This design comes from an exercise in tuning for small area, a short achievable clock period and few clock cycles per item on the open sky130 flow, not from production work. Where RTL was checked, it was by simulation tests only, not by an equivalence proof against the original. Power is estimated from default activity; no workload was simulated.

job 104:
// ras_strip_enc
module ras_strip_enc #(
    parameter MAXW = 32                  
) (
    input  wire        clk,
    input  wire        rst,              
    input  wire        in_valid,
    output wire        in_ready,
    input  wire [15:0] in_data,          
    input  wire        in_sof,           
    input  wire        in_eof,           
    input  wire [4:0]  cfg_depth,        
    input  wire        cfg_mosaic,       
    input  wire [5:0]  cfg_width,        
    output wire        out_valid,
    input  wire        out_ready,
    output wire [7:0]  out_data,
    output wire        out_last          
);
Size: about 7800 cells after synthesis, roughly 3200 flip-flops.
==> flow/config.mk <==
export PLATFORM = sky130hd
export DESIGN_NAME = ras_strip_enc
export DESIGN_NICKNAME = ras_strip_enc
export VERILOG_FILES = /design/flow/design.v
export SDC_FILE = /design/flow/constraint.sdc
export NUM_CORES = 8
export LEC_CHECK = 0
export CAP_MARGIN = 30
export CORE_MARGIN = 2
export CORE_UTILIZATION = 40
export CTS_BUF_LIST = sky130_fd_sc_hd__clkbuf_4 sky130_fd_sc_hd__clkbuf_8 sky130_fd_sc_hd__clkbuf_16
export CTS_CLUSTER_DIAMETER = 80
export CTS_CLUSTER_SIZE = 25
export SLEW_MARGIN = 40
==> flow/constraint.sdc <==
create_clock -name core_clock -period 18.0 [get_ports {clk}]
set_input_delay 3.6000 -clock core_clock [delete_from_list [all_inputs] [get_ports {clk}]]
set_output_delay 3.6000 -clock core_clock [all_outputs]
set_load 0.01 [all_outputs]
standard.sh (not shown) runs the stock make flow with config.mk's settings and CLKGATE_MAP_FILE= SYNTH_SCRIPT=/design/flow/synth_recipe.tcl, a recipe that flattens the netlist after the stock synthesis.
==> flow/flow/run.sh <==
#!/bin/bash
# The standard layout (standard.sh: the standard flow's synthesis and ORFS flow, all
# steps), with one change to how it is made: the buffers that ORFS puts on
# every input and output port are buf_4 cells (BUFFER_PORTS_ARGS).
# Each step's output goes to a log file of its own in this folder.
set -euo pipefail
export BUFFER_PORTS_ARGS="-buffer_cell sky130_fd_sc_hd__buf_4"
bash standard.sh synth > synth.log 2>&1
bash standard.sh floorplan > floorplan.log 2>&1
bash standard.sh place > place.log 2>&1
bash standard.sh cts > cts.log 2>&1
bash standard.sh route > route.log 2>&1
bash standard.sh finish > finish.log 2>&1
Testbench counts of job 104, summed over its fixed seeds: cycles 136,400, items 127,122.
Here is what was changed in the inputs of job 105 compared with job 104.
diff --git a/flow/design.v b/flow/design.v
--- a/flow/design.v
+++ b/flow/design.v
@@ -209,52 +209,53 @@
     end
     reg         v3, eof3;
     reg [21:0]  a3;                      
     reg [5:0]   n3;
     reg         half3;                   
     reg [15:0]  m3;
     reg [5:0]   ctx3;
     reg [4:0]   depth3;
-    wire [22:0] asum3   = {1'b0, a3} + {7'd0, m3};
+    wire        new3    = (n3 == 6'd0);
+    wire [21:0] a3e     = new3 ? (22'd1 << (depth3 - 5'd6)) - 22'd1 : a3;
+    wire [5:0]  n3e     = new3 ? 6'd1 : n3;
+    wire [22:0] asum3   = {1'b0, a3e} + {7'd0, m3};
     wire [21:0] anew3   = half3 ? asum3[22:1] : asum3[21:0];
-    wire [5:0]  nnew3   = half3 ? 6'd32 : n3 + 6'd1;
-    wire        clr     = adv && v1 && sof1;
-    wire        wr3     = adv && v3 && !(v2 && sof2);
-    wire [21:0] awr3    = clr ? (22'd1 << (depth1 - 5'd6)) - 22'd1 : anew3;
-    wire [5:0]  nwr3    = clr ? 6'd1 : nnew3;
+    wire [5:0]  nnew3   = half3 ? 6'd32 : n3e + 6'd1;
+    wire        clr3    = adv && v2 && sof2;
+    wire [5:0]  nwr3    = nnew3 & {6{!clr3}};
     wire        fwd2    = v3 && !sof2 && (ctx3 == ctx2);
     wire [21:0] ard2    = fwd2 ? anew3 : rda2;
-    wire [5:0]  nrd2    = fwd2 ? nnew3 : rdn2;
+    wire [5:0]  nrd2    = fwd2 ? nnew3 : (sof2 ? 6'd0 : rdn2);
     always @(posedge clk) begin
         if (rst)
             v3 <= 1'b0;
         else if (adv)
             v3 <= v2;
         if (adv) begin
             eof3   <= eof2;
             a3     <= ard2;
             n3     <= nrd2;
             half3  <= (nrd2 == 6'd63);
             m3     <= m2;
             ctx3   <= ctx2;
             depth3 <= depth2;
         end
+        if (adv && v3)
+            ctx_a[ctx3] <= anew3;
         for (i = 0; i < 64; i = i + 1)
-            if (clr || (wr3 && ctx3 == i)) begin
-                ctx_a[i] <= awr3;
+            if (clr3 || (adv && v3 && ctx3 == i))
                 ctx_n[i] <= nwr3;
-            end
     end
     reg  [15:0] t3;
     reg  [5:0]  lo3;
     always @(*) begin
         for (i = 0; i < 16; i = i + 1) begin
-            lo3   = a3 >> i;
-            t3[i] = (i < depth3) && ((a3 >> (i + 6)) != 0 || lo3 >= n3);
+            lo3   = a3e >> i;
+            t3[i] = (i < depth3) && ((a3e >> (i + 6)) != 0 || lo3 >= n3e);
         end
     end
     wire [4:0]  k3;
     assign k3[4] = t3[15];
     assign k3[3] = t3[7] & ~t3[15];
     assign k3[2] = (t3[3] & ~t3[7]) | (t3[11] & ~t3[15]);
     assign k3[1] = (t3[1] & ~t3[3]) | (t3[5] & ~t3[7]) | (t3[9] & ~t3[11])
                  | (t3[13] & ~t3[15]);
## What came out
- Delta(instance count after placement with tap cells included, job 105 - job 104) < 0
- [job 105 vs job 104] maximum number of pins on one net before global-route repair: higher in job 105
- Summary — synthesized area, job 105 relative to job 104: higher, by 0.51%.
- Diff job 104 -> job 105: estimated wirelength of the detail-placed design climbed about 4.6%, placeable core area climbed 0.33%, total length of routed wires climbed about 2.6%, area share of fa/ha/maj cells after synthesis barely changed.
No functional check of the RTL was part of job 105.

* * *

ras_strip_enc, a different RTL version from the one above (not shown whole).
For scale: roughly 3300 flip-flops, about 130000 µm² of cells after synthesis.
==> flow/config.mk <==
export PLATFORM = sky130hd
export DESIGN_NAME = ras_strip_enc
export DESIGN_NICKNAME = ras_strip_enc
export VERILOG_FILES = /design/flow/design.v
export SDC_FILE = /design/flow/constraint.sdc
export NUM_CORES = 8
export LEC_CHECK = 0
export CAP_MARGIN = 30
export CORE_MARGIN = 2
export CORE_UTILIZATION = 40
export CTS_BUF_LIST = sky130_fd_sc_hd__clkbuf_4 sky130_fd_sc_hd__clkbuf_8 sky130_fd_sc_hd__clkbuf_16
export CTS_CLUSTER_DIAMETER = 80
export CTS_CLUSTER_SIZE = 25
export SLEW_MARGIN = 40
==> flow/constraint.sdc <==
create_clock -name core_clock -period 18.0 [get_ports {clk}]
set_input_delay 3.6000 -clock core_clock [delete_from_list [all_inputs] [get_ports {clk}]]
set_output_delay 3.6000 -clock core_clock [all_outputs]
set_load 0.01 [all_outputs]
Scripts as last shown in full above: flow/flow/run.sh
The first run ran to the end with no violations.
Testbench counts at the start, summed over its fixed seeds: cycles 136,416, items 127,122.
Edit:
--- a/flow/design.v
+++ b/flow/design.v
@@ -264,95 +264,85 @@
     assign k3[3] = t3[7] & ~t3[15];
     assign k3[2] = (t3[3] & ~t3[7]) | (t3[11] & ~t3[15]);
     assign k3[1] = (t3[1] & ~t3[3]) | (t3[5] & ~t3[7]) | (t3[9] & ~t3[11])
                  | (t3[13] & ~t3[15]);
     assign k3[0] = (t3[0] & ~t3[1]) | (t3[2] & ~t3[3]) | (t3[4] & ~t3[5])
                  | (t3[6] & ~t3[7]) | (t3[8] & ~t3[9]) | (t3[10] & ~t3[11])
                  | (t3[12] & ~t3[13]) | (t3[14] & ~t3[15]);
     reg         esc3;
+    reg  [4:0]  q3;
+    reg  [20:0] mx3;
     always @(*) begin
         esc3 = 1'b0;
+        q3   = 5'd0;
+        mx3  = {5'd0, m3};
         for (i = 0; i <= 16; i = i + 1)
-            if ((i == 0 || t3[i - 1]) && (i == 16 || !t3[i]) && {8'd0, m3} >= (ESC << i))
-                esc3 = 1'b1;
+            if ((i == 0 || t3[i - 1]) && (i == 16 || !t3[i])) begin
+                if ({8'd0, m3} >= (ESC << i))
+                    esc3 = 1'b1;
+                q3 = q3 | mx3[i +: 5];
+            end
     end
     reg         v4, eof4, esc4;
     reg [15:0]  m4;
-    reg [4:0]   k4;
+    reg [4:0]   k4, q4;
     reg [4:0]   depth4;
     always @(posedge clk) begin
         if (rst)
             v4 <= 1'b0;
         else if (adv)
             v4 <= v3;
         if (adv) begin
             eof4   <= eof3;
             esc4   <= esc3;
             m4     <= m3;
             k4     <= k3;
+            q4     <= q3;
             depth4 <= depth3;
         end
     end
-    wire [15:0] q4     = m4 >> k4;
     wire [15:0] fk4    = m4 << (5'd16 - k4);
     wire [15:0] fd4    = m4 << (5'd16 - depth4);
     wire [15:0] field4 = esc4 ? fd4 : fk4;
-    wire [4:0]  qe4    = esc4 ? 5'd24 : q4[4:0];
+    wire [4:0]  qe4    = esc4 ? 5'd24 : q4;
+    wire [4:0]  fsh4   = esc4 ? 5'd24 : q4 + 5'd1;
     wire [5:0]  len4   = esc4 ? 6'd24 + {1'b0, depth4}
-                               : {1'b0, q4[4:0]} + {1'b0, k4} + 6'd1;
-    wire [4:0]  fsh4   = esc4 ? 5'd24 : q4[4:0] + 5'd1;
+                               : {1'b0, q4} + {1'b0, k4} + 6'd1;
+    wire [39:0] ones4  = ~({40{1'b1}} >> qe4);
+    wire [39:0] code4  = ones4 | ({field4, 24'd0} >> fsh4);
     reg         v5, eof5;
-    reg [4:0]   qe5, fsh5;
-    reg [15:0]  field5;
+    reg [39:0]  code5;
     reg [5:0]   len5;
     always @(posedge clk) begin
         if (rst)
             v5 <= 1'b0;
         else if (adv)
             v5 <= v4;
         if (adv) begin
-            eof5   <= eof4;
-            qe5    <= qe4;
-            fsh5   <= fsh4;
-            field5 <= field4;
-            len5   <= len4;
-        end
-    end
-    wire [39:0] ones5  = ~({40{1'b1}} >> qe5);
-    wire [39:0] code5  = ones5 | ({field5, 24'd0} >> fsh5);
-    reg         v6, eof6;
-    reg [39:0]  code6;
-    reg [5:0]   len6;
-    always @(posedge clk) begin
-        if (rst)
-            v6 <= 1'b0;
-        else if (adv)
-            v6 <= v5;
-        if (adv) begin
-            eof6  <= eof5;
-            code6 <= code5;
-            len6  <= len5;
+            eof5  <= eof4;
+            code5 <= code4;
+            len5  <= len4;
         end
     end
     reg  [63:0] acc;
     reg  [6:0]  occ;
     reg  [7:0]  lastf;
     reg         hv, tv;
     reg  [7:0]  hd, td;
     reg         hl, tl;
     reg         ge8;                     
     wire        push   = ge8 && !tv;
-    wire        app    = adv && v6;
-    wire [63:0] acc_a  = app ? (acc | ({code6, 24'd0} >> occ[4:0])) : acc;
-    wire [6:0]  occ_a  = occ + (app ? {1'b0, len6} : 7'd0);
-    wire [6:0]  occ_r  = (app && eof6) ? {occ_a[6:3] + {3'd0, occ_a[2:0] != 3'd0}, 3'd0}
+    wire        app    = adv && v5;
+    wire [63:0] acc_a  = app ? (acc | ({code5, 24'd0} >> occ[4:0])) : acc;
+    wire [6:0]  occ_a  = occ + (app ? {1'b0, len5} : 7'd0);
+    wire [6:0]  occ_r  = (app && eof5) ? {occ_a[6:3] + {3'd0, occ_a[2:0] != 3'd0}, 3'd0}
                                        : occ_a;
     wire [2:0]  lidx   = occ_r[5:3] - 3'd1;
-    wire [7:0]  lst_a  = (app && eof6) ? (lastf | (8'd1 << lidx)) : lastf;
+    wire [7:0]  lst_a  = (app && eof5) ? (lastf | (8'd1 << lidx)) : lastf;
     wire        fit_n  = push ? (occ_r <= 7'd32) : (occ_r <= 7'd24);
     always @(posedge clk) begin
         if (rst) begin
             acc   <= 64'd0;
             occ   <= 7'd0;
             ge8   <= 1'b0;
             lastf <= 8'd0;
             adv   <= 1'b1;
After rerunning: The changed run passed the timing, DRC and antenna checks; hold slack improves by 0.045 ns; die area decreases slightly; cell area decreases slightly; core utilization barely changes; clock power decreases slightly; sequential share of layout area decreases by 0.37 points; wire length increases by a few percent; global-route usage increases by 1.7 points; power increases by a few percent; non-clock buffer count increases by 11; synthesized cell count increases slightly; final cell count increases slightly; combinational power increases by roughly a tenth.
For the second run of this note, only the layout was checked, not whether the RTL still works.

## re-timing with driven ports
No port has a modelled driver above. Below, the same layouts with a new extraction and two added sets of constraints. Step 1, drivers: a clkbuf_16 drives clk and a buf_2 each remaining input, both assumed. Step 2 times the ports against the registers' clock, not the clock port: input delays grow and output delays shrink by t, the midpoint of the rising clock arrivals with the driver on. a / b / c = ideal ports / drivers / drivers and shift; a / b = the first two.
run	shift t [ns]	slack for setup (ns)	clock arrival spread, ns	worst register clock-pin slew, ns
job 104	0.971	12.938 / 12.840 / 12.703	0.158 / 0.158	0.10 / 0.10
job 105	0.980	10.651 / 10.651 / 10.651	0.142 / 0.142	0.10 / 0.10
the first run of note 2	0.972	12.960 / 12.865 / 12.486	0.101 / 0.100	0.11 / 0.11
the second run of note 2	0.969	12.573 / 12.573 / 12.366	0.104 / 0.104	0.11 / 0.11
After both steps setup and hold are still met in every run listed. The setup slack of the first run of note 2, which loses most, moves by -0.095 ns with the drivers and by -0.474 ns with both steps.
